Background: an optimization exercise with open tools, aiming at small area, a short achievable clock period and few clock cycles per item. Do not read the settings as production practice.
At most, simulation tests tie the RTL to the original design; equivalence was not proved.
Power is estimated from default activity; no workload was simulated.

Setup of v8:
==> flow/design.v <==
module walk_corr (
    input  wire         clk,
    input  wire         rst,
    input  wire         in_valid,
    output wire         in_ready,
    input  wire [23:0]  in_t_lo,
    input  wire [23:0]  in_t_l,
    input  wire [15:0]  in_tot_lo,
    input  wire [1:0]   in_level,
    input  wire [9:0]   in_thr_lo,
    input  wire [9:0]   in_thr_mid,
    input  wire [9:0]   in_thr_hi,
    input  wire         in_has_fall,
    input  wire         in_fall_en,
    input  wire         in_walk_en,
    input  wire [511:0] lut,
    output reg          out_valid,
    output reg  [23:0]  out_t_c,
    output reg          out_nowalk
);
    wire nowalk_i = !in_has_fall || !in_fall_en;
    wire pass_i   = !in_walk_en || nowalk_i;
    wire c_ml = in_thr_mid > in_thr_lo;
    wire c_hl = in_thr_hi  > in_thr_lo;
    wire c_hm = in_thr_hi  > in_thr_mid;
    wire lvl1 = (in_level == 2'd1);
    wire two_i  = lvl1 ? c_ml : (in_level != 2'd0) && (c_ml || c_hl);
    wire sel_hi = !lvl1 && (c_ml ? c_hm : c_hl);
    wire [9:0] d_mid = in_thr_mid - in_thr_lo;
    wire [9:0] d_hi  = in_thr_hi  - in_thr_lo;
    wire [9:0] d_i   = sel_hi ? d_hi : d_mid;
    wire [23:0] diff_i = in_t_l - in_t_lo;
    wire big_i = (diff_i[23:21] != 3'd0) && (in_thr_lo != 10'd0);
    wire [7:0] bin    = in_tot_lo[15:8];
    wire       top    = (bin >= 8'd31);
    wire [4:0] idx    = top ? 5'd31 : bin[4:0];
    wire [7:0] frac_i = top ? 8'd0 : in_tot_lo[7:0];
    wire [3:0] j_o    = idx[4:1];
    wire [3:0] j_e    = idx[4:1] + {3'd0, idx[0]};
    wire [15:0] ev    = lut[32*j_e +: 16];
    wire [15:0] ov    = lut[32*j_o + 16 +: 16];
    wire [15:0] lut0  = idx[0] ? ov : ev;
    wire [15:0] lut1  = idx[0] ? ev : ov;
    wire [16:0] delta = {1'b0, lut1} - {1'b0, lut0};
    wire div_i = two_i && !pass_i;
    reg         a_v, a_pass, a_div, a_big, a_nw;
    reg  [23:0] a_tlo;
    reg  [9:0]  a_x;       
    reg  [21:0] a_y;       
    reg  [15:0] a_k;       
    reg         b_v, b_nw;
    reg  [1:0]  b_cnt;     
    reg         b_first;   
    reg         b_hiz;     
    reg  [23:0] b_tlo;
    reg  [11:0] b_w;       
    reg  [9:0]  b_r;       
    reg  [10:0] b_n;       
    reg  [9:0]  b_d;
    wire b_busy = (b_cnt != 2'd0);
    wire [24:0] k_add = a_div ? {16'd0, a_k[9:1]} : {1'b0, a_k, 8'h80};
    wire signed [33:0] mac = $signed({1'b0, a_x}) * $signed(a_y) + $signed({1'b0, k_add});
    wire [31:0] m = mac[31:0];
    wire [15:0] w_t = mac[23:8];
    wire [11:0] w_tab = (w_t[15:11] != 5'd0) ? 12'h800 : {1'b0, w_t[10:0]};
    wire sat = b_first && (!b_hiz || (b_r >= b_d));
    reg  [10:0] t;
    reg  [9:0]  r;
    reg  [10:0] n;
    reg  [3:0]  q;
    integer k;
    always @(*) begin
        r = b_r;
        n = b_n;
        q = 4'd0;
        for (k = 0; k < 4; k = k + 1) begin
            if (k == 0 && b_first) begin
                t = {1'b0, r};
            end else begin
                t = {r, n[10]};
                n = {n[9:0], 1'b0};
            end
            q = {q[2:0], (t >= {1'b0, b_d})};
            r = q[0] ? (t - {1'b0, b_d}) : t[9:0];
        end
    end
    assign in_ready = !(a_v && a_div) && !(b_cnt[1] && !sat);
    wire [24:0] tc = {1'b0, b_tlo} - {13'd0, b_w};
    always @(posedge clk) begin
        a_v    <= in_valid && in_ready && !rst;
        a_pass <= pass_i;
        a_div  <= div_i;
        a_big  <= big_i;
        a_nw   <= nowalk_i;
        a_tlo  <= in_t_lo;
        a_x    <= div_i ? in_thr_lo : {2'b00, frac_i};
        a_y    <= div_i ? {1'b0, diff_i[20:0]} : {{5{delta[16]}}, delta};
        a_k    <= div_i ? {6'd0, d_i} : lut0;
        if (rst) begin
            b_v   <= 1'b0;
            b_cnt <= 2'd0;
        end else if (!b_busy) begin
            b_v     <= a_v;
            b_nw    <= a_nw;
            b_tlo   <= a_tlo;
            b_d     <= a_k[9:0];
            b_hiz   <= (m[31:21] == 11'd0);
            b_r     <= m[20:11];
            b_n     <= m[10:0];
            b_first <= 1'b1;
            if (a_pass) begin
                b_w   <= 12'd0;
                b_cnt <= 2'd0;
            end else if (a_div) begin
                b_w   <= 12'h800;
                b_cnt <= (a_v && !a_big) ? 2'd3 : 2'd0;
            end else begin
                b_w   <= w_tab;
                b_cnt <= 2'd0;
            end
        end else begin
            b_first <= 1'b0;
            if (sat) begin
                b_w   <= 12'h800;
                b_cnt <= 2'd0;
            end else begin
                b_w   <= {b_w[7:0], q};
                b_r   <= r;
                b_n   <= n;
                b_cnt <= b_cnt - 2'd1;
            end
        end
        out_valid  <= !rst && b_v && !b_busy;
        out_t_c    <= tc[24] ? 24'd0 : tc[23:0];
        out_nowalk <= b_nw;
    end
endmodule
clock: 13.0 ns
lec_check: 0
abc_clock_period_in_ps: 4000
cap_margin: 20
core_margin: 2
core_utilization: 40
setup_slack_margin: 5
slew_margin: 20
run.sh (not shown) runs the stock make flow with config.mk's settings and CLKGATE_MAP_FILE= SYNTH_SCRIPT=/design/flow/synth_recipe.tcl, a recipe that flattens the netlist after the stock synthesis.
v8 ran to completion and came out clean on the timing, DRC and antenna checks.
[inputs] v5 vs v8
diff --git a/flow/config.mk b/flow/config.mk
--- a/flow/config.mk
+++ b/flow/config.mk
@@ -7,3 +7,2 @@
 export LEC_CHECK = 0
-export ABC_CLOCK_PERIOD_IN_PS = 4000
 export CAP_MARGIN = 20
@@ -11,3 +10,2 @@
 export CORE_UTILIZATION = 40
-export SETUP_SLACK_MARGIN = 5
 export SLEW_MARGIN = 20
### Flow results
Of v5 and v8, the lower non-clock buffer count belongs to v5.
v8 and v5 ended up with roughly the same sequential standard cell area.
There was hardly any difference in post-synthesis sequential area ratio between v8 and v5.
Achievable clock frequency was higher in v8 than in v5.
Between v5 and v8, the switching share of power is lower for v8.
Changes observed in v5 relative to v8: number of global-route vias before repair shrank by 0.83%; count of clock-buffer cells in the layout grew by 2; critical path depth shrank by about 2.5%; cell total after placement held steady; required time of the worst setup path held steady.
v5 vs. v8: detailed-placement wirelength estimate went down by 2.3%.
No run of this note included a check of the RTL's function; only the layout flow was run.

Another version of the RTL of walk_corr (not shown whole).
Size in the first run: ~3,300 cells after synthesis, ~590 flip-flops, roughly 640 I/O pins.
==> flow/config.mk <==
export PLATFORM = sky130hd
export DESIGN_NAME = walk_corr
export DESIGN_NICKNAME = walk_corr
export VERILOG_FILES = /design/flow/design.v
export SDC_FILE = /design/flow/constraint.sdc
export NUM_CORES = 4
export LEC_CHECK = 0
export CAP_MARGIN = 20
export CORE_MARGIN = 2
export CORE_UTILIZATION = 40
export CTS_CLUSTER_DIAMETER = 110
export CTS_CLUSTER_SIZE = 26
export SETUP_SLACK_MARGIN = 5
export SLEW_MARGIN = 20
==> flow/constraint.sdc <==
create_clock -name core_clock -period 13.0 [get_ports {clk}]
set_input_delay 2.6000 -clock core_clock [delete_from_list [all_inputs] [get_ports {clk}]]
set_output_delay 2.6000 -clock core_clock [all_outputs]
set_load 0.01 [all_outputs]
standard.sh (not shown) runs the stock make flow with config.mk's settings and CLKGATE_MAP_FILE= SYNTH_SCRIPT=/design/flow/synth_recipe.tcl, a recipe that flattens the netlist after the stock synthesis.
==> flow/flow/run.sh <==
#!/bin/bash
# The standard layout, with the smallest buffer (buf_1) on every input and
# output port instead of the one buffer_ports picks by default, and timing
# repair aiming at a tighter setup slack margin.
set -euo pipefail
export BUFFER_PORTS_ARGS="-buffer_cell sky130_fd_sc_hd__buf_1"
bash standard.sh SETUP_SLACK_MARGIN=8.0 finish > standard_flow.log 2>&1
The first run passed the timing, DRC and antenna checks.
Testbench counts at the start, summed over its fixed seeds: cycles 12,072, pulses 12,000.
Rerun with:
CTS_CLUSTER_DIAMETER = 100   (was 110)
CTS_CLUSTER_SIZE = 20   (was 26)
The new run finished with timing, DRC and antenna clean.
Setup slack got worse by 0.081 ns.
Combinational power stays flat.
Clock-buffer cell count climbs by 13.
Rerun with:
CTS_CLUSTER_SIZE = 16   (was 20)
=>
- synthesized area does not change
- clock-buffer cell count climbs by 4
- cell count is about the same
- setup slack gets better by 0.0097 ns
- core utilization climbs by 0.23 points
- power climbs slightly
- design area climbs slightly
- routed wire length drops slightly
- clock skew drops by 0.0084 ns

Another version of the RTL of walk_corr (not shown whole).
Size: roughly 600 flip-flops, ~640 I/O pins, about 0.032 mm² of cells after synthesis.
Settings: LEC_CHECK=0, ABC_CLOCK_PERIOD_IN_PS=3000, CAP_MARGIN=20, CORE_MARGIN=2, CORE_UTILIZATION=40, SETUP_SLACK_MARGIN=5, SLEW_MARGIN=20; clock period 13.0 ns.
Scripts as last shown in full above: flow/flow/run.sh
The starting point ran to the end with no violations.
Testbench counts at the start, summed over its fixed seeds: cycles 12,072, pulses 12,000.
Change:
--- a/flow/flow/run.sh
+++ b/flow/flow/run.sh
@@ -6,2 +6,2 @@
 export BUFFER_PORTS_ARGS="-buffer_cell sky130_fd_sc_hd__buf_1"
-bash standard.sh SETUP_SLACK_MARGIN=8.0 finish > standard_flow.log 2>&1
+bash standard.sh SETUP_SLACK_MARGIN=7.6 finish > standard_flow.log 2>&1
Outcome: The new run finished clean; clock-buffer cell count increases by 2; non-clock buffer count is lower by 15; first-iteration DRC count came out higher by 5.4%; die area stays the same; worst setup slack gets worse by 0.21 ns; total power came out lower by 2.8%; register-to-register slack got worse by 0.29 ns; worst hold slack improved by 0.013 ns.
Change:
--- a/flow/flow/run.sh
+++ b/flow/flow/run.sh
@@ -6,2 +6,2 @@
 export BUFFER_PORTS_ARGS="-buffer_cell sky130_fd_sc_hd__buf_1"
-bash standard.sh SETUP_SLACK_MARGIN=7.6 finish > standard_flow.log 2>&1
+bash standard.sh SETUP_SLACK_MARGIN=8.4 finish > standard_flow.log 2>&1
After rerunning:
- sequential cell count stays the same
- synthesized cell count is unchanged
- wire length came out higher by 4.5%
- setup slack gets better by 0.42 ns
- first-iteration DRC count came out lower by 6.6%
- via count came out higher by 4.2%
- global-route usage came out higher by 1.1 points
- power came out higher by 19%
- critical path depth came out higher by 14
- register-to-register slack gets better by 0.38 ns
- final cell count came out higher by 3.2%

## separate check: timing with driven ports
No port has a modelled driver above. Below, the same layouts with a new extraction and two added sets of constraints. Step 1 sets driving cells, clkbuf_16 on the clock port and buf_2 on the other inputs (assumed; they add their load-dependent delay and slew). Step 2 also shifts input and output timing later by t, the mid clock arrival at the registers, as if the neighbouring blocks saw the same clock. Three values: ideal, step 1, step 2; two values: the first two.
run	t (ns)	slack for setup (ns)	hold WS [ns]
v8	0.520	4.705 / 4.705 / 4.645	0.356 / 0.356 / 0.356
v5	0.522	2.441 / 2.441 / 2.441	0.346 / 0.346 / 0.346
the first run of note 2	0.679	8.083 / 8.086 / 7.416	0.322 / 0.322 / 0.322
the second run of note 2	0.634	8.002 / 8.024 / 7.400	0.319 / 0.319 / 0.319
the third run of note 2	0.651	8.011 / 8.042 / 7.400	0.319 / 0.319 / 0.319
the first run of note 3	0.673	8.057 / 8.065 / 7.391	0.282 / 0.282 / 0.282
the second run of note 3	0.693	7.852 / 7.858 / 7.165	0.295 / 0.295 / 0.295
the third run of note 3	0.650	8.273 / 8.273 / 7.792	0.315 / 0.315 / 0.315
After both steps every run listed still meets setup and hold. The setup slack of the second run of note 3, which loses most, moves by +0.006 ns with the drivers and by -0.687 ns with both steps.
